Background: an optimization exercise with open tools, aiming at a short achievable clock period and few clock cycles per item. Do not read the settings as production practice. The RTL was checked by simulation tests, not by an equivalence proof against the original design. Power and IR drop assume default switching activity.

## flow/design.v (module list and top-level ports; edited modules follow where they fit)
// module tm_policer: 392 lines
// module tm_policer_csa_mul: 1740 lines
module tm_policer (
    input  wire        clk,
    input  wire        rst,
    input  wire        req_valid,
    output wire        req_ready,
    input  wire        req_write,          
    input  wire [2:0]  req_index,
    input  wire [31:0] req_time,
    input  wire [13:0] req_len,
    input  wire [1:0]  req_colour,
    input  wire [27:0] req_cir,
    input  wire [23:0] req_cbs,
    input  wire [27:0] req_pir,
    input  wire [23:0] req_pbs,
    input  wire [1:0]  req_mode,
    input  wire        req_colour_aware,
    input  wire        req_red_drop,
    output reg         rsp_valid,
    output reg  [1:0]  rsp_colour,
    output reg         rsp_drop,
    output reg         rsp_refused
);
  // ...
==> flow/flow/run.sh <==
#!/bin/bash
# Standard layout, with timing repair asked to leave setup slack of at least
# MARGIN ns at the design's clock period, so that the paths are optimised
# well below the period; sizing may change a cell's footprint. Gate cloning
# is off: its clones can be left driving more than their slew limit.
set -euo pipefail
MARGIN=16.5
bash standard.sh SETUP_SLACK_MARGIN=$MARGIN TNS_END_PERCENT=100 MATCH_CELL_FOOTPRINT=0 SKIP_GATE_CLONING=1 finish > standard_flow.log 2>&1
==> flow/standard.sh <==
#!/bin/bash
# synth_recipe.tcl (not shown) runs the flow's synth.tcl, then flattens the netlist and writes it again
# the make line also repeats each setting of config.mk as NAME=value (left out here)
make -C /OpenROAD-flow-scripts/flow DESIGN_CONFIG=/design/flow/config.mk WORK_HOME=/design/flow/orfs CLKGATE_MAP_FILE= SYNTH_SCRIPT=/design/flow/synth_recipe.tcl "${@:-finish}"
==> flow/config.mk <==
export PLATFORM = sky130hd
export DESIGN_NAME = tm_policer
export DESIGN_NICKNAME = tm_policer
export VERILOG_FILES = /design/flow/design.v
export SDC_FILE = /design/flow/constraint.sdc
export NUM_CORES = 4
export LEC_CHECK = 0
export ABC_CLOCK_PERIOD_IN_PS = 4000
export CAP_MARGIN = 20
export CORE_MARGIN = 2
export CORE_UTILIZATION = 60
export CTS_CLUSTER_DIAMETER = 100
export CTS_CLUSTER_SIZE = 30
export PLACE_DENSITY = 0.7
export SLEW_MARGIN = 20
==> flow/constraint.sdc <==
create_clock -name core_clock -period 22.0 [get_ports {clk}]
set_input_delay 4.4000 -clock core_clock [delete_from_list [all_inputs] [get_ports {clk}]]
set_output_delay 4.4000 -clock core_clock [all_outputs]
set_load 0.01 [all_outputs]
==> impl_metrics.toml, run 1 <==
[status]
status = "no timing/DRC/antenna violations"

[synth]
synthSimpleGateAreaFrac = 0.182
synth_mux_area_frac = 0.0119
synth_edf_count = 0
synth.area.top_cells = "dfxtp_1 34%, fa_1 16%, nand2_1 5.9%"
synth_top_family_by_area = "adder cells"
synth_area_leader_cell = "dfxtp_1"

[critical_path]
cp_slowest_cell = "dfxtp_4"
worstSetupPathType = "reg -> out"
worst_setup_path_start_kind = "flip-flop"
r2r_cells = 15
worstPathCellList = "buf_6"

[power_and_ir_drop]
p_comb_w = 0.00154
seq_power_w = 0.00634
p_leak_nw = 79.1
cellPowerDensity_nw_per_um2 = 56.2

[layout]
final_cells = 25600
clock_area_frac = 0.0233
fillers = 27800
multi_input_area_um2 = 115000
syn2layout_area_growth_pct = 4.48
nonClkBufAreaFrac = 0.0184

[floorplanning]
die_w_um = 572

[timing]
finalClockSkew_ns = 0.112
slew_violations = 0
fin_ws_ns = 16.11
tns_ns = 0
finalSetupViolations = 0

[clocking]
cts_buffers = 149
cts_tree = "yes"
cts_buffer_depth = 4
cts_hold_buf = 0

[route]
drtAntennaViolNets = 0
wl_met1_um = 258000
drc_errors = 0

[min_path]
min_to = "ncbs2[4]$_DFF_P_"
whs_path_depth = 0

[place]
dp_hpwl_um = 403000

[run]
maxCapViolations = 0

[global_routing]
met3_usage = 0.0820
Testbench counts, summed over its fixed seeds: cycles 24,048, items 24,000.
==> module tm_policer, before the edit <==
module tm_policer (
    input  wire        clk,
    input  wire        rst,
    input  wire        req_valid,
    output wire        req_ready,
    input  wire        req_write,          
    input  wire [2:0]  req_index,
    input  wire [31:0] req_time,
    input  wire [13:0] req_len,
    input  wire [1:0]  req_colour,
    input  wire [27:0] req_cir,
    input  wire [23:0] req_cbs,
    input  wire [27:0] req_pir,
    input  wire [23:0] req_pbs,
    input  wire [1:0]  req_mode,
    input  wire        req_colour_aware,
    input  wire        req_red_drop,
    output reg         rsp_valid,
    output reg  [1:0]  rsp_colour,
    output reg         rsp_drop,
    output reg         rsp_refused
);
    localparam [27:0] UNSHAPED = 28'hFFF_FFFF;
    localparam [1:0]  GREEN = 2'd0, YELLOW = 2'd1, RED = 2'd2;
    integer i;
    reg        rdy;
    assign req_ready = rdy;
    reg        rst_q;
    always @(posedge clk) rst_q <= rst;
    reg        v0;
    reg        w0;
    reg [31:0] t0;
    reg [13:0] len0;
    reg [1:0]  col0;
    reg [27:0] cir0, pir0;
    reg [23:0] cbs0, pbs0;
    reg [1:0]  mode0;
    reg        caw0, rd0;
    reg [7:0]  oh0;                                 
    reg        ref0;                                
    always @(posedge clk) begin
        oh0   <= 8'd1 << req_index;
        ref0  <= (req_mode != 2'd3) && (req_cbs == 24'd0 || req_pbs == 24'd0);
        rdy   <= !rst;
        v0    <= !rst && req_valid && rdy;
        w0    <= req_write;
        t0    <= req_time;
        len0  <= req_len;
        col0  <= req_colour;
        cir0  <= req_cir;
        cbs0  <= req_cbs;
        pir0  <= req_pir;
        pbs0  <= req_pbs;
        mode0 <= req_mode;
        caw0  <= req_colour_aware;
        rd0   <= req_red_drop;
    end
    reg [27:0] cir  [0:7];
    reg [23:0] cbs  [0:7];
    reg [27:0] pir  [0:7];
    reg [23:0] pbs  [0:7];
    reg [1:0]  mode [0:7];
    reg        caw  [0:7];
    reg        rdrop[0:7];
    reg [31:0] t_last[0:7];
    reg [31:0] d_t  [0:7];
    reg [7:0]  gt_t;
    always @(*) begin
        for (i = 0; i < 8; i = i + 1) begin
            gt_t[i] = t0 > t_last[i];
            d_t[i]  = t0 - t_last[i];
        end
    end
    reg [27:0] o_cir, o_pir;
    reg [23:0] o_cbs, o_pbs;
    reg [1:0]  o_mode;
    reg        o_caw, o_rdrop, t_later;
    reg [31:0] dt_0;
    always @(*) begin
        o_cir = 28'd0; o_pir = 28'd0; o_cbs = 24'd0; o_pbs = 24'd0;
        o_mode = 2'd0; o_caw = 1'b0; o_rdrop = 1'b0; t_later = 1'b0;
        dt_0 = 32'd0;
        for (i = 0; i < 8; i = i + 1) begin
            o_cir   = o_cir   | ({28{oh0[i]}} & cir[i]);
            o_pir   = o_pir   | ({28{oh0[i]}} & pir[i]);
            o_cbs   = o_cbs   | ({24{oh0[i]}} & cbs[i]);
            o_pbs   = o_pbs   | ({24{oh0[i]}} & pbs[i]);
            o_mode  = o_mode  | ({2{oh0[i]}} & mode[i]);
            o_caw   = o_caw   | (oh0[i] & caw[i]);
            o_rdrop = o_rdrop | (oh0[i] & rdrop[i]);
            t_later = t_later | (oh0[i] & gt_t[i]);
            dt_0    = dt_0    | ({32{oh0[i] & gt_t[i]}} & d_t[i]);
        end
    end
    wire        refused_0 = ref0;
    reg        v1, w1, ref1;
    reg [7:0]  oh1;
    reg [13:0] len1;
    reg [1:0]  col1;
    reg [31:0] dt1;
    reg [27:0] ocir1, opir1;
    reg [23:0] ocbs1, opbs1, ncbs1, npbs1;
    reg [1:0]  omode1;
    reg        modechg1, ocaw1, ordrop1;
    reg        shr_c1, shr_e1, cir0_1, pir0_1;
    always @(posedge clk) begin
        if (rst) v1 <= 1'b0;
        else     v1 <= v0;
        if (rst_q) begin
            for (i = 0; i < 8; i = i + 1) begin
                cir[i]    <= 28'd0;
                cbs[i]    <= 24'd0;
                pir[i]    <= 28'd0;
                pbs[i]    <= 24'd0;
                mode[i]   <= 2'd3;
                caw[i]    <= 1'b0;
                rdrop[i]  <= 1'b0;
                t_last[i] <= 32'd0;
            end
        end else begin
            for (i = 0; i < 8; i = i + 1) begin
                if (v0 && oh0[i]) begin
                    if (w0) begin
                        if (!ref0) begin
                            cir[i]    <= cir0;
                            cbs[i]    <= cbs0;
                            pir[i]    <= pir0;
                            pbs[i]    <= pbs0;
                            mode[i]   <= mode0;
                            caw[i]    <= caw0;
                            rdrop[i]  <= rd0;
                            t_last[i] <= t0;
                        end
                    end else if (mode[i] != 2'd3 && gt_t[i]) begin
                        t_last[i] <= t0;
                    end
                end
            end
        end
        w1       <= w0;
        ref1     <= w0 && refused_0;
        oh1      <= oh0;
        len1     <= len0;
        col1     <= col0;
        dt1      <= dt_0;
        ocir1    <= o_cir;
        opir1    <= o_pir;
        ocbs1    <= o_cbs;
        opbs1    <= o_pbs;
        ncbs1    <= cbs0;
        npbs1    <= pbs0;
        omode1   <= o_mode;
        modechg1 <= mode0 != o_mode;
        ocaw1    <= o_caw;
        ordrop1  <= o_rdrop;
        shr_c1   <= o_cir != UNSHAPED;
        shr_e1   <= o_pir != UNSHAPED;
        cir0_1   <= o_cir == 28'd0;
        pir0_1   <= o_pir == 28'd0;
    end
    wire [59:0] ms_c, mc_c, ms_e, mc_e;
    tm_policer_csa_mul mul_c (.a(ocir1), .b(dt1), .s(ms_c), .c(mc_c));
    tm_policer_csa_mul mul_e (.a(opir1), .b(dt1), .s(ms_e), .c(mc_e));
    reg        v2, w2, ref2;
    reg [7:0]  oh2;
    reg [13:0] len2;
    reg [1:0]  col2;
    reg [59:0] sc2, cc2, se2, ce2;
    reg [23:0] ocbs2, opbs2, ncbs2, npbs2;
    reg [1:0]  omode2;
    reg        modechg2, ocaw2, ordrop2, shr_c2, shr_e2, cir0_2, pir0_2;
    always @(posedge clk) begin
        if (rst) v2 <= 1'b0;
        else     v2 <= v1;
        w2       <= w1;
        ref2     <= ref1;
        oh2      <= oh1;
        len2     <= len1;
        col2     <= col1;
        sc2      <= ms_c;
        cc2      <= mc_c;
        se2      <= ms_e;
        ce2      <= mc_e;
        ocbs2    <= ocbs1;
        opbs2    <= opbs1;
        ncbs2    <= ncbs1;
        npbs2    <= npbs1;
        omode2   <= omode1;
        modechg2 <= modechg1;
        ocaw2    <= ocaw1;
        ordrop2  <= ordrop1;
        shr_c2   <= shr_c1;
        shr_e2   <= shr_e1;
        cir0_2   <= cir0_1;
        pir0_2   <= pir0_1;
    end
    wire [59:0] prod_c = sc2 + cc2;
    wire [59:0] prod_e = se2 + ce2;
    reg        v2b, w2b, ref2b, fwd2b;
    reg [7:0]  oh2b;
    reg [13:0] len2b;
    reg [1:0]  col2b;
    reg [44:0] p_c2b, p_e2b;
    reg [23:0] ocbs2b, opbs2b, ncbs2b, npbs2b;
    reg [1:0]  omode2b;
    reg        modechg2b, ocaw2b, ordrop2b, shr_c2b, shr_e2b, cir0_2b, pir0_2b;
    always @(posedge clk) begin
        if (rst) v2b <= 1'b0;
        else     v2b <= v2;
        w2b       <= w2;
        ref2b     <= ref2;
        oh2b      <= oh2;
        fwd2b     <= v2b && (oh2b == oh2);
        len2b     <= len2;
        col2b     <= col2;
        p_c2b     <= (|prod_c[59:44]) ? {1'b1, 44'd0} : {1'b0, prod_c[43:0]};
        p_e2b     <= (|prod_e[59:44]) ? {1'b1, 44'd0} : {1'b0, prod_e[43:0]};
        ocbs2b    <= ocbs2;
        opbs2b    <= opbs2;
        ncbs2b    <= ncbs2;
        npbs2b    <= npbs2;
        omode2b   <= omode2;
        modechg2b <= modechg2;
        ocaw2b    <= ocaw2;
        ordrop2b  <= ordrop2;
        shr_c2b   <= shr_c2;
        shr_e2b   <= shr_e2;
        cir0_2b   <= cir0_2;
        pir0_2b   <= pir0_2;
    end
    reg [43:0] lvl_c [0:7];
    reg [43:0] lvl_e [0:7];
    wire [44:0] p_c3   = p_c2b;
    wire [44:0] p_e3   = p_e2b;
    wire        mw_3    = w2b && !ref2b;                  
    wire        live_3  = w2b ? !ref2b : (omode2b != 2'd3);
    wire        sh_c3   = shr_c2b && live_3 && omode2b != 2'd3;    
    wire        sh_e3   = shr_e2b && live_3 && omode2b != 2'd3;
    wire [44:0] peff_c3 = sh_c3 ? p_c3 : 45'd0;
    wire [44:0] peff_e3 = sh_e3 ? p_e3 : 45'd0;
    wire [45:0] ocap_c3 = {2'd0, ocbs2b, 20'd0};
    wire [45:0] ocap_e3 = {2'd0, opbs2b, 20'd0};
    wire [45:0] ncap_c3 = {2'd0, ncbs2b, 20'd0};
    wire [45:0] ncap_e3 = {2'd0, npbs2b, 20'd0};
    wire [45:0] u3      = {12'd0, len2b, 20'd0};
    wire [45:0] sub_c3  = w2b ? ncap_c3 : u3;
    wire [45:0] sub_e3  = w2b ? ncap_e3 : u3;
    wire [1:0]  cin_3  = (col2b == 2'd3) ? RED : col2b;
    wire [1:0]  ceff_3 = ocaw2b ? cin_3 : GREEN;
    reg        v3, w3, ref3, mw3, modechg3, rd3;
    reg [7:0]  oh3;
    reg [1:0]  omode3, cin3;
    reg [44:0] pc3, pe3;
    reg [45:0] dc3, de3, bc3, be3;    
    reg [43:0] k1c3, k1e3, k2c3, k2e3;
    reg        sh_c, sh_e, shr_c, shr_e, capu_c, capu_e;
    reg        m0_red, m0_yel, m1_g, m1_y, m2_ok;
    reg [43:0] pre_c, pre_e;
    always @(posedge clk) begin
        if (rst) v3 <= 1'b0;
        else     v3 <= v2b;
        w3       <= w2b;
        ref3     <= ref2b;
        mw3      <= mw_3;
        modechg3 <= modechg2b;
        rd3      <= ordrop2b;
        oh3      <= oh2b;
        omode3   <= live_3 ? omode2b : 2'd3;
        cin3     <= cin_3;
        pc3      <= peff_c3;
        pe3      <= peff_e3;
        dc3      <= {1'b0, peff_c3} - ocap_c3 - 46'd1;
        de3      <= {1'b0, peff_e3} - ocap_e3 - 46'd1;
        bc3      <= {1'b0, peff_c3} - sub_c3;
        be3      <= {1'b0, peff_e3} - sub_e3;
        k1c3     <= w2b ? ncap_c3[43:0] : ocap_c3[43:0];
        k1e3     <= w2b ? ncap_e3[43:0] : ocap_e3[43:0];
        k2c3     <= w2b ? ((ocap_c3 < ncap_c3) ? ocap_c3[43:0] : ncap_c3[43:0])
                       : (ocap_c3[43:0] - u3[43:0]);
        k2e3     <= w2b ? ((ocap_e3 < ncap_e3) ? ocap_e3[43:0] : ncap_e3[43:0])
                       : (ocap_e3[43:0] - u3[43:0]);
        sh_c     <= sh_c3;
        sh_e     <= sh_e3;
        shr_c    <= shr_c2b;
        shr_e    <= shr_e2b;
        capu_c   <= ocap_c3 >= u3;
        capu_e   <= ocap_e3 >= u3;
        m0_red   <= ceff_3 == RED || pir0_2b;
        m0_yel   <= ceff_3 == YELLOW || cir0_2b;
        m1_g     <= ceff_3 == GREEN && !cir0_2b;
        m1_y     <= ceff_3 != RED && !pir0_2b;
        m2_ok    <= !cir0_2b;
    end
    wire [43:0] l_c = pre_c;
    wire [43:0] l_e = pre_e;
    wire [44:0] a_c = {1'b0, l_c} + pc3;
    wire [44:0] a_e = {1'b0, l_e} + pe3;
    wire [45:0] b_c = {2'b0, l_c} + bc3;
    wire [45:0] b_e = {2'b0, l_e} + be3;
    wire [45:0] d_c = {2'b0, l_c} + dc3;
    wire [45:0] d_e = {2'b0, l_e} + de3;
    wire ovr_c  = sh_c && !d_c[45];       
    wire ovr_e  = sh_e && !d_e[45];
    wire bpos_c = !b_c[45];
    wire bpos_e = !b_e[45];
    wire has_c  = !shr_c || (ovr_c ? capu_c : bpos_c);
    wire has_e  = !shr_e || (ovr_e ? capu_e : bpos_e);
    reg [1:0] m_colour;
    reg       m_drop, tk_c, tk_e;
    always @(*) begin
        m_colour = cin3;
        m_drop   = 1'b0;
        tk_c     = 1'b0;
        tk_e     = 1'b0;
        case (omode3)
            2'd0: begin
                if (m0_red || !has_e) begin
                    m_colour = RED;
                end else if (m0_yel || !has_c) begin
                    m_colour = YELLOW;
                    tk_e     = 1'b1;
                end else begin
                    m_colour = GREEN;
                    tk_c     = 1'b1;
                    tk_e     = 1'b1;
                end
                m_drop = (m_colour == RED) && rd3;
            end
            2'd1: begin
                if (m1_g && has_c) begin
                    m_colour = GREEN;
                    tk_c     = 1'b1;
                end else if (m1_y && has_e) begin
                    m_colour = YELLOW;
                    tk_e     = 1'b1;
                end else begin
                    m_colour = RED;
                end
                m_drop = (m_colour == RED) && rd3;
            end
            2'd2: begin
                if (m2_ok && has_c) begin
                    tk_c = 1'b1;
                end else begin
                    m_drop = 1'b1;
                end
            end
            default: ;
        endcase
    end
    wire take_c = tk_c && shr_c && !w3;
    wire take_e = tk_e && shr_e && !w3;
    wire k1_c = mw3 ? (modechg3 || (!ovr_c && bpos_c)) : (!take_c && ovr_c);
    wire k2_c = mw3 ? (!modechg3 && ovr_c) : (take_c && ovr_c);
    wire sb_c = !mw3 && take_c && !ovr_c;
    wire k1_e = mw3 ? (modechg3 || (!ovr_e && bpos_e)) : (!take_e && ovr_e);
    wire k2_e = mw3 ? (!modechg3 && ovr_e) : (take_e && ovr_e);
    wire sb_e = !mw3 && take_e && !ovr_e;
    wire [43:0] n_c = k1_c ? k1c3 : k2_c ? k2c3 : sb_c ? b_c[43:0] : a_c[43:0];
    wire [43:0] n_e = k1_e ? k1e3 : k2_e ? k2e3 : sb_e ? b_e[43:0] : a_e[43:0];
    reg [43:0] st_c, st_e;
    always @(*) begin
        st_c = 44'd0;
        st_e = 44'd0;
        for (i = 0; i < 8; i = i + 1) begin
            st_c = st_c | ({44{oh2b[i]}} & lvl_c[i]);
            st_e = st_e | ({44{oh2b[i]}} & lvl_e[i]);
        end
    end
    always @(posedge clk) begin
        pre_c <= fwd2b ? n_c : st_c;
        pre_e <= fwd2b ? n_e : st_e;
        if (rst_q) begin
            for (i = 0; i < 8; i = i + 1) begin
                lvl_c[i] <= 44'd0;
                lvl_e[i] <= 44'd0;
            end
        end else begin
            for (i = 0; i < 8; i = i + 1) begin
                if (v3 && oh3[i]) begin
                    lvl_c[i] <= n_c;
                    lvl_e[i] <= n_e;
                end
            end
        end
        if (rst) rsp_valid <= 1'b0;
        else     rsp_valid <= v3;
        rsp_colour  <= w3 ? 2'd0 : m_colour;
        rsp_drop    <= w3 ? 1'b0 : m_drop;
        rsp_refused <= w3 && ref3;
    end
endmodule
==> run 2, diff against run 1 <==
--- a/flow/design.v
+++ b/flow/design.v
@@ -42,7 +42,7 @@
         oh0   <= 8'd1 << req_index;
         ref0  <= (req_mode != 2'd3) && (req_cbs == 24'd0 || req_pbs == 24'd0);
         rdy   <= !rst;
-        v0    <= !rst && req_valid && rdy;
+        v0    <= !rst && req_valid && !rst_q;    
         w0    <= req_write;
         t0    <= req_time;
         len0  <= req_len;
==> impl_metrics.toml, run 2 <==
[status]
status = "no timing/DRC/antenna violations"

[power_and_ir_drop]
clkPwrFrac = 0.300
p_seq_frac = 0.552
p_leak_nw = 79.2
p_int_w = 0.00796
p_sw_w = 0.00346
cellPowerDensity_nw_per_um2 = 56.1
comb_power_share = 0.148
switching_share = 0.303
vdd_drop_max_uv = 65.3

[timing]
finalCriticalPeriod_ns = 5.77
finalSetupViolations = 0
period_share = 0.262
relSlewSlack = 0.200
report.final.hold_viol_count = 0
rsz0062_at_grt = "yes"
tightest_slew_ns = 1.20
fmax_mhz = 173
tns_ns = 0
whs_ns = 0.285
slew_violations = 0
finalClockSkew_ns = 0.105

[critical_path]
worst_setup_path_start_kind = "flip-flop"
worstSetupPathType = "reg -> out"
end_kind = "output pin"
path_delay_family = "flip-flops"
max_stage_delay_ns = 0.33
crit_required_ns = 17.60
critical_path.max_fanout = 1
worstPathCellList = "buf_2"
cp_data_arrival_time_ns = 1.37
rrSetupSlack_ns = 16.55
crit_buf_inv = 1
cp_slowest_cell = "dfxtp_1"

[synth]
yosysMostFrequentCell = "dfxtp_1"
async_flop_share = 0
yosys-top-cells-count = "3252 x dfxtp_1, 3061 x nand2_1, 2166 x inv_1"
netlist_area_um2 = 195000
syn_avg_cell_area_um2 = 8.78
synth_edf_count = 0
ys.flop_type = "dfxtp_1"
synth_cell_types = 120
synth.area.top_cells = "dfxtp_1 33%, fa_1 16%, nand2_1 5.9%"
yosysSeqAreaShare = 0.334
syn_inst = 22200
synth_top_area_frac = 0.334
synth_seq_cells = 3252
synth_area_leader_cell = "dfxtp_1"
synth_fp_nets = 24800
yosysWarnings = 12

[clocking]
cts_sinks = 3252
cts_buffers = 146
cts_tree = "yes"
htree_levels = 4
cts_buffer_depth = 4
cts.root.buffer_cell = "clkbuf_16"
cts_hold_buf = 0
clock_latency_ns = 0.92
path_clk_slew_ns = 0.11

[place]
gp_congestion = 1.01
port_buffers = 168
dp_hpwl_um = 407000

[floorplanning]
fp.coreArea_um2 = 324000
die_w_um = 574
start_util = 0.602
fp.dieH_um = 574
ios = 169
rows = 209
dieArea_um2 = 330000

[layout]
final_common_cell = "dfxtp_1"
syn2layout_area_growth_pct = 4.36
final_cell_mix = "3167 x dfxtp_1, 3044 x nand2_1, 2162 x inv_1"
fillers = 28100
drive_gt1_frac = 0.0377
top_regs = "lvl_c (352), lvl_e (352), t_last (256)"
nNetsFinal = 23900

[route]
vias = 159000
drc_errors = 0
routed_wl_um = 629000
drt_pass1_iterations = 7
viasPerCell = 6.17
wire_per_inst_um = 24.5
drt_iter0_drc = 18300
drtAntennaViolNets = 0

[global_routing]
antenna_found_initial = 36
grt_pass1_wl_um = 950000
grt_pass1_vias = 153000
grt_usage = 0.374
grt_start_max_net_pins = 191
overflow = 0

[run]
maxCapViolations = 0

[min_path]
hp-class = "reg -> reg"
[run 2: changes by cell type after synthesis, moves of 45 or more]
cell / change
nand3b_1: +72
a21o_1: +49
o31ai_1: +50
nor2_1: -192
mux2i_1: +45
a21oi_1: -54
[run 2: logic make-up after synthesis]
group                      count (synthesis)  share of synthesized area
AOI/OAI and AO/OA                       4828                      0.159
xor gates and xnor gates                 535                     0.0240
adders and majority gates               2392                      0.214
buffers and inverters                   3638                     0.0727
DFF                                     3252                      0.334
muxes                                    276                     0.0144
and+or+nand+nor                         7296                      0.182
[run 2: final timing paths]
check | startpoint | to | depth (start not counted)
worst max register to register | pre_c[41]$_DFF_P_ | pre_e[41]$_DFF_P_ | 15
worst min-delay path | modechg2b$_DFF_P_ | modechg3$_DFF_P_ | 0
worst max-delay path | rsp_colour[1]$_SDFF_PP0_ | rsp_colour[1] | 1
worst min register to register | modechg2b$_DFF_P_ | modechg3$_DFF_P_ | 0
[run 2: cell type report]
cell class / instances / area (um2) / share of cell area
Multi-Input combinational cell: 15300 / 116000 / 0.571
Antenna cell: 24 / 60.1 / 0.000295
Timing Repair Buffer: 427 / 3800 / 0.0187
Inverter: 2167 / 8150 / 0.0400
Clock inverter: 41 / 637 / 0.00313
Sequential cell: 3252 / 65300 / 0.321
Tap cell: 4325 / 5410 / 0.0266
Clock buffer: 165 / 3930 / 0.0193
[run 2: repair_timing]
action	CTS	global route
gates resized for setup	44	52
pin swaps	3	5
setup buffers	8	12
setup endpoints to repair	937	709
[run 2: power by group through the flow]
stage	Sequential (W)	Clock, W	Combinational, W
final	0.00631	0.00342	0.00169
after global routing	0.00631	0.00364	0.00177
after CTS	0.00629	0.00345	0.00160
after detailed placement	0.00643	0	0.00158
after global placement	0.00643	0	0.00157
after floorplan	0.00623	0	0.00109
[run 2: layer usage]
metal | wire (um) | track usage | vias to the layer above
li1 | - | - | 71400
met3 | 69700 | 0.0729 | 1406
met1 | 259000 | 0.524 | 77400
met2 | 274000 | 0.572 | 8436
met4 | 26700 | 0.144 | 20
met5 | 138 | 0 | -
[run 2: per-stage QoR]
step                total power [W]  instance area [um2]  setup WS [ns]  utilization  cells
CTS                          0.0113               203000          16.19        0.627  25700
detailed placement          0.00800               198000          15.29        0.613  25500
finish                       0.0114               204000          16.23        0.629  25700
floorplan                   0.00733               195000          16.93            -  22200
global placement            0.00799               198000          15.26        0.612  25500
global route                 0.0117               203000          16.19        0.629  25700
Testbench counts of run 2, summed over its fixed seeds: cycles 24,048, items 24,000.
==> run 3, diff against run 2 <==
--- a/flow/config.mk
+++ b/flow/config.mk
@@ -8,8 +8,8 @@
 export ABC_CLOCK_PERIOD_IN_PS = 4000
 export CAP_MARGIN = 20
 export CORE_MARGIN = 2
-export CORE_UTILIZATION = 60
+export CORE_UTILIZATION = 70
 export CTS_CLUSTER_DIAMETER = 100
 export CTS_CLUSTER_SIZE = 30
-export PLACE_DENSITY = 0.7
+export PLACE_DENSITY = 0.78
 export SLEW_MARGIN = 20
==> impl_metrics.toml, run 3 <==
[global_routing]
grt_usage = 0.434
antenna_found_initial = 43
grt_start_max_net_pins = 193
overflow = 0
grt_pass1_wl_um = 947000
grt_pass1_vias = 157000

[synth]
synth_top_area_frac = 0.334
synth.area.top_cells = "dfxtp_1 33%, fa_1 16%, nand2_1 5.9%"
yosysSeqAreaShare = 0.334
syn_inst = 22200
yosys-top-cells-count = "3252 x dfxtp_1, 3061 x nand2_1, 2166 x inv_1"
synth_area_leader_cell = "dfxtp_1"
synth_edf_count = 0
async_flop_share = 0
synth_cell_types = 120
synth_fp_nets = 24800
netlist_area_um2 = 195000
yosysWarnings = 12
ys.flop_type = "dfxtp_1"
synth_seq_cells = 3252
syn_avg_cell_area_um2 = 8.78
yosysMostFrequentCell = "dfxtp_1"

[route]
wire_per_inst_um = 24.9
routed_wl_um = 626000
drt_iter0_drc = 19200
drc_errors = 0
vias = 161000
viasPerCell = 6.42
drt_pass1_iterations = 8
drtAntennaViolNets = 0

[timing]
rsz0062_at_grt = "yes"
relSlewSlack = 0.181
fmax_mhz = 174
finalCriticalPeriod_ns = 5.76
report.final.hold_viol_count = 0
period_share = 0.262
whs_ns = 0.297
tightest_slew_ns = 1.22
slew_violations = 0
tns_ns = 0
finalSetupViolations = 0
finalClockSkew_ns = 0.0819

[min_path]
hp-class = "reg -> reg"

[power_and_ir_drop]
p_int_w = 0.00791
vdd_drop_max_uv = 80.9
finalPower_w = 0.0114
cellPowerDensity_nw_per_um2 = 56.2
p_seq_frac = 0.558
clkPwrFrac = 0.297
p_leak_nw = 79.1
comb_power_share = 0.145
switching_share = 0.305
p_sw_w = 0.00347

[layout]
syn2layout_area_growth_pct = 3.87
final_cell_mix = "3165 x dfxtp_1, 3044 x nand2_1, 2164 x inv_1"
nNetsFinal = 23900
drive_gt1_frac = 0.0370
top_regs = "lvl_c (352), lvl_e (352), t_last (256)"
final_common_cell = "dfxtp_1"

[critical_path]
end_kind = "output pin"
cp_data_arrival_time_ns = 1.36
critical_path.max_fanout = 1
rrSetupSlack_ns = 16.51
max_stage_delay_ns = 0.33
path_delay_family = "flip-flops"
worstPathCellList = "buf_6"
crit_buf_inv = 1
crit_required_ns = 17.60
worstSetupPathType = "reg -> out"
cp_slowest_cell = "dfxtp_2"
worst_setup_path_start_kind = "flip-flop"

[floorplanning]
fp.coreArea_um2 = 277000
dieArea_um2 = 283000
start_util = 0.705
ios = 169
fp.dieH_um = 532
die_w_um = 532
rows = 193

[clocking]
htree_levels = 4
cts.root.buffer_cell = "clkbuf_16"
path_clk_slew_ns = 0.11
cts_tree = "yes"
cts_buffer_depth = 4
clock_latency_ns = 0.93
cts_buffers = 146
cts_hold_buf = 0
cts_sinks = 3252

[place]
dp_hpwl_um = 408000
port_buffers = 168
gp_congestion = 1.02

[run]
maxCapViolations = 0

[status]
status = "no timing/DRC/antenna violations"
==> run 3: worst paths after layout <==
path / depth (start not counted) / end / start
setup / recovery: 1 / rsp_refused / rsp_refused$_DFF_P_
hold / removal: 0 / ncbs2[16]$_DFF_P_ / ncbs1[16]$_DFF_P_
setup reg to reg: 11 / sc2[31]$_DFF_P_ / dt1[27]$_DFF_P_
hold reg to reg: 0 / ncbs2[16]$_DFF_P_ / ncbs1[16]$_DFF_P_
==> run 3: layout make-up <==
class,count,area [um2]
multi-input combinational,15300,116000
fill,21400,74200
sequential,3252,65300
inverter,2167,8140
tap,3705,4640
timing repair buffer,430,3820
clock buffer,157,3770
clock inverter,49,697
antenna,39,97.6
==> run 3: timing repair <==
| item | CTS | global route |
|---|---|---|
| setup buffers | 5 | 13 |
| pin swaps | 2 | 10 |
| endpoints found under the setup margin | 402 | 515 |
| gates resized for setup | 37 | 47 |
| gates cloned | 0 | 0 |
==> run 3: routing by layer <==
layer / global-route usage / wire [um]
met5: 0 / 249
met4: 0.222 / 37000
met3: 0.107 / 81800
met2: 0.654 / 269000
met1: 0.580 / 238000
==> run 3: metrics by stage <==
stage                     utilization  instance area (um2)  setup WS, ns  std cells
after floorplan                     -               195000         16.93      22200
after global placement          0.714               198000         15.37      24900
after detailed placement        0.714               198000         15.71      24900
after CTS                       0.730               202000         16.19      25100
after global routing            0.732               202000         16.20      25100
final                           0.732               203000         16.24      25100
==> run 3: cell families after synthesis <==
kind of cell,after synthesis,synth area share
AND/OR/NAND/NOR,7296,0.182
flip-flops,3252,0.334
adder cells (fa/ha/maj),2392,0.214
multiplexers,276,0.0144
buffers and inverters,3638,0.0727
XOR/XNOR,535,0.0240
AO/OA/AOI/OAI,4828,0.159
==> run 3: power groups by stage <==
stage	Sequential (W)	Clock [W]	Combinational, W
floorplan	0.00623	0	0.00109
global placement	0.00646	0	0.00153
detailed placement	0.00646	0	0.00154
CTS	0.00632	0.00338	0.00156
global route	0.00635	0.00357	0.00173
finish	0.00635	0.00338	0.00165
==> run 4, diff against run 3 <==
--- a/flow/config.mk
+++ b/flow/config.mk
@@ -8,8 +8,8 @@
 export ABC_CLOCK_PERIOD_IN_PS = 4000
 export CAP_MARGIN = 20
 export CORE_MARGIN = 2
-export CORE_UTILIZATION = 70
-export CTS_CLUSTER_DIAMETER = 100
-export CTS_CLUSTER_SIZE = 30
-export PLACE_DENSITY = 0.78
+export CORE_UTILIZATION = 60
+export CTS_CLUSTER_DIAMETER = 80
+export CTS_CLUSTER_SIZE = 20
+export PLACE_DENSITY = 0.7
 export SLEW_MARGIN = 20
==> impl_metrics.toml, run 4 <==
[status]
status = "no timing/DRC/antenna violations"

[timing]
slew_violations = 0
rsz0062_at_grt = "yes"
finalSetupViolations = 0
finalClockSkew_ns = 0.0722
report.final.hold_viol_count = 0
finalCriticalPeriod_ns = 5.77
fmax_mhz = 173
relSlewSlack = 0.190
period_share = 0.262
tightest_slew_ns = 1.22
tns_ns = 0

[synth]
syn_avg_cell_area_um2 = 8.78
synth_cell_types = 120
yosysWarnings = 12
synthAdderAreaFrac = 0.214
yosysSeqAreaShare = 0.334
syn_inst = 22200
synth_area_leader_cell = "dfxtp_1"
synth_seq_cells = 3252
synth_compound_area_frac = 0.159
synth_mux_area_frac = 0.0144
synthSimpleGateAreaFrac = 0.182
synth_edf_count = 0
synth_top_area_frac = 0.334
synth_top_family_by_area = "adder cells"
async_flop_share = 0
synth_xor_xnor_area_share = 0.0240
synth_fp_nets = 24800
yosysMostFrequentCell = "dfxtp_1"
synth.area.top_cells = "dfxtp_1 33%, fa_1 16%, nand2_1 5.9%"
ys.flop_type = "dfxtp_1"
yosys-top-cells-count = "3252 x dfxtp_1, 3061 x nand2_1, 2166 x inv_1"
netlist_area_um2 = 195000

[global_routing]
grt_pass1_vias = 153000
grt_usage = 0.375
antenna_found_initial = 36
grt_pass1_wl_um = 953000
grt_start_max_net_pins = 191
overflow = 0

[layout]
final_cell_mix = "3167 x dfxtp_1, 3044 x nand2_1, 2164 x inv_1"
nNetsFinal = 23900
final_area_um2 = 205000
drive_gt1_frac = 0.0404
final_common_cell = "dfxtp_1"
syn2layout_area_growth_pct = 5.03
top_regs = "lvl_c (352), lvl_e (352), t_last (256)"

[critical_path]
cp_data_arrival_time_ns = 1.37
path_delay_family = "flip-flops"
max_stage_delay_ns = 0.32
worstPathCellList = "buf_2"
worst_setup_path_start_kind = "flip-flop"
worstSetupPathType = "reg -> out"
crit_buf_inv = 1
critical_path.max_fanout = 1
crit_required_ns = 17.60
end_kind = "output pin"
cp_slowest_cell = "dfxtp_1"

[route]
drc_errors = 0
drtAntennaViolNets = 0
drt_pass1_iterations = 7
routed_wl_um = 631000
wire_per_inst_um = 24.5
vias = 159000
viasPerCell = 6.18
drt_iter0_drc = 18100

[floorplanning]
die_w_um = 574
fp.dieH_um = 574
dieArea_um2 = 330000
rows = 209
start_util = 0.602
ios = 169
fp.coreArea_um2 = 324000

[power_and_ir_drop]
cellPowerDensity_nw_per_um2 = 58.2
vdd_drop_max_uv = 90.5
p_leak_nw = 79.8

[clocking]
htree_levels = 4
clock_latency_ns = 0.97
cts_tree = "yes"
cts_buffers = 202
cts_buffer_depth = 4
cts_hold_buf = 0
cts.root.buffer_cell = "clkbuf_16"
path_clk_slew_ns = 0.08
cts_sinks = 3252

[place]
placed_area_um2 = 198000
dp_hpwl_um = 407000
gp_congestion = 1.01
port_buffers = 168

[run]
maxCapViolations = 0

[min_path]
hp-class = "reg -> reg"
-- run 4: cell types whose count changed in the layout (fill, tap and decap cells not counted), moves of 4 or more --
cell	delta
inv_16	-7
buf_4	-6
clkbuf_16	+54
dfxtp_2	-5
clkbuf_1	+6
nor3_1	-9
diode_2	-17
o21ai_2	-4
nor3_2	+9
clkinv_8	+7
-- run 4: path summary, 6_finish.rpt --
kind                             from                 to  slack, ns  cells past startpoint
max          rsp_colour[1]$_SDFF_PP0_      rsp_colour[1]      16.23                      1
min                  opbs2[1]$_DFF_P_  opbs2b[1]$_DFF_P_       0.31                      0
max reg2reg           dt1[28]$_DFF_P_    ce2[32]$_DFF_P_      16.57                     11
min reg2reg          opbs2[1]$_DFF_P_  opbs2b[1]$_DFF_P_       0.31                      0
-- run 4: final cells by class --
type,count,area (um2)
Clock buffer,220,5180
Timing Repair Buffer,428,3790
Tap cell,4325,5410
Fill cell,28000,119000
Inverter,2167,8140
Multi-Input combinational cell,15300,116000
Antenna cell,22,55.1
Clock inverter,54,748
Sequential cell,3252,65300
-- run 4: repair_timing --
| action | in CTS | in global routing |
|---|---|---|
| pin swaps | 3 | 6 |
| endpoints found under the hold margin | 0 | 0 |
| gates resized for setup | 45 | 45 |
| buffers inserted | 9 | 12 |
| endpoints found under the setup margin | 818 | 719 |
-- run 4: kinds of logic after synthesis --
logic type / after synthesis
buf+inv: 3638
simple gates: 7296
compound gates: 4828
mux: 276
flops: 3252
fa+ha+maj: 2392
xor+xnor: 535
-- run 4: stage by stage --
stage / util / cells / power (W) / worst slack, ns / hold WS [ns]
4_1_cts: 0.632 / 25800 / 0.0119 / 16.18 / 0.321
3_3_place_gp: 0.612 / 25500 / 0.00799 / 15.26 / 0.310
5_1_grt: 0.633 / 25800 / 0.0122 / 16.20 / 0.326
6_report: 0.633 / 25800 / 0.0119 / 16.23 / 0.315
2_1_floorplan: - / 22200 / 0.00733 / 16.93 / 0.310
3_5_place_dp: 0.613 / 25500 / 0.00800 / 15.29 / 0.312
-- run 4: metal layers --
layer  global-route usage  routed length [um]  vias up  part of all wire
met3               0.0725               71800     1491              0.11
met1                0.525              258000    77700              0.41
met4                0.153               29500       16             0.047
met5                    0                 112        -           0.00018
li1                     -                   -    71600                 -
met2                0.571              272000     8595              0.43
-- run 4: power breakdown --
part	switching, W	internal [W]
sequential	0.000255	0.00605
combinational	0.00117	0.000517
clock	0.00215	0.00178

-- re-timing with driven ports --
The flow's constraints put no driver on any port. The routed layouts listed below were extracted and timed again, unchanged, in two steps. Step 1 sets driving cells, clkbuf_16 on the clock port and buf_2 on the other inputs (assumed; they add their load-dependent delay and slew). Step 2 also shifts input and output timing later by t, the mid clock arrival at the registers, as if the neighbouring blocks saw the same clock. a / b / c = ideal ports / drivers / drivers and shift; a / b = the first two.
run | shift t [ns] | setup slack, ns | worst register clock-pin slew, ns | worst slew at a driven data input, ns
run 1 | 0.988 | 16.115 / 16.002 / 15.880 | 0.12 / 0.12 | 0.13
run 2 | 0.992 | 16.233 / 16.119 / 15.717 | 0.12 / 0.12 | 0.10
run 3 | 1.008 | 16.238 / 16.118 / 15.681 | 0.12 / 0.12 | 0.09
run 4 | 1.048 | 16.226 / 16.110 / 15.668 | 0.09 / 0.09 | 0.10
After both steps every run listed still meets setup and hold. The setup slack of run 4, which loses most, moves by -0.116 ns with the drivers and by -0.558 ns with both steps.
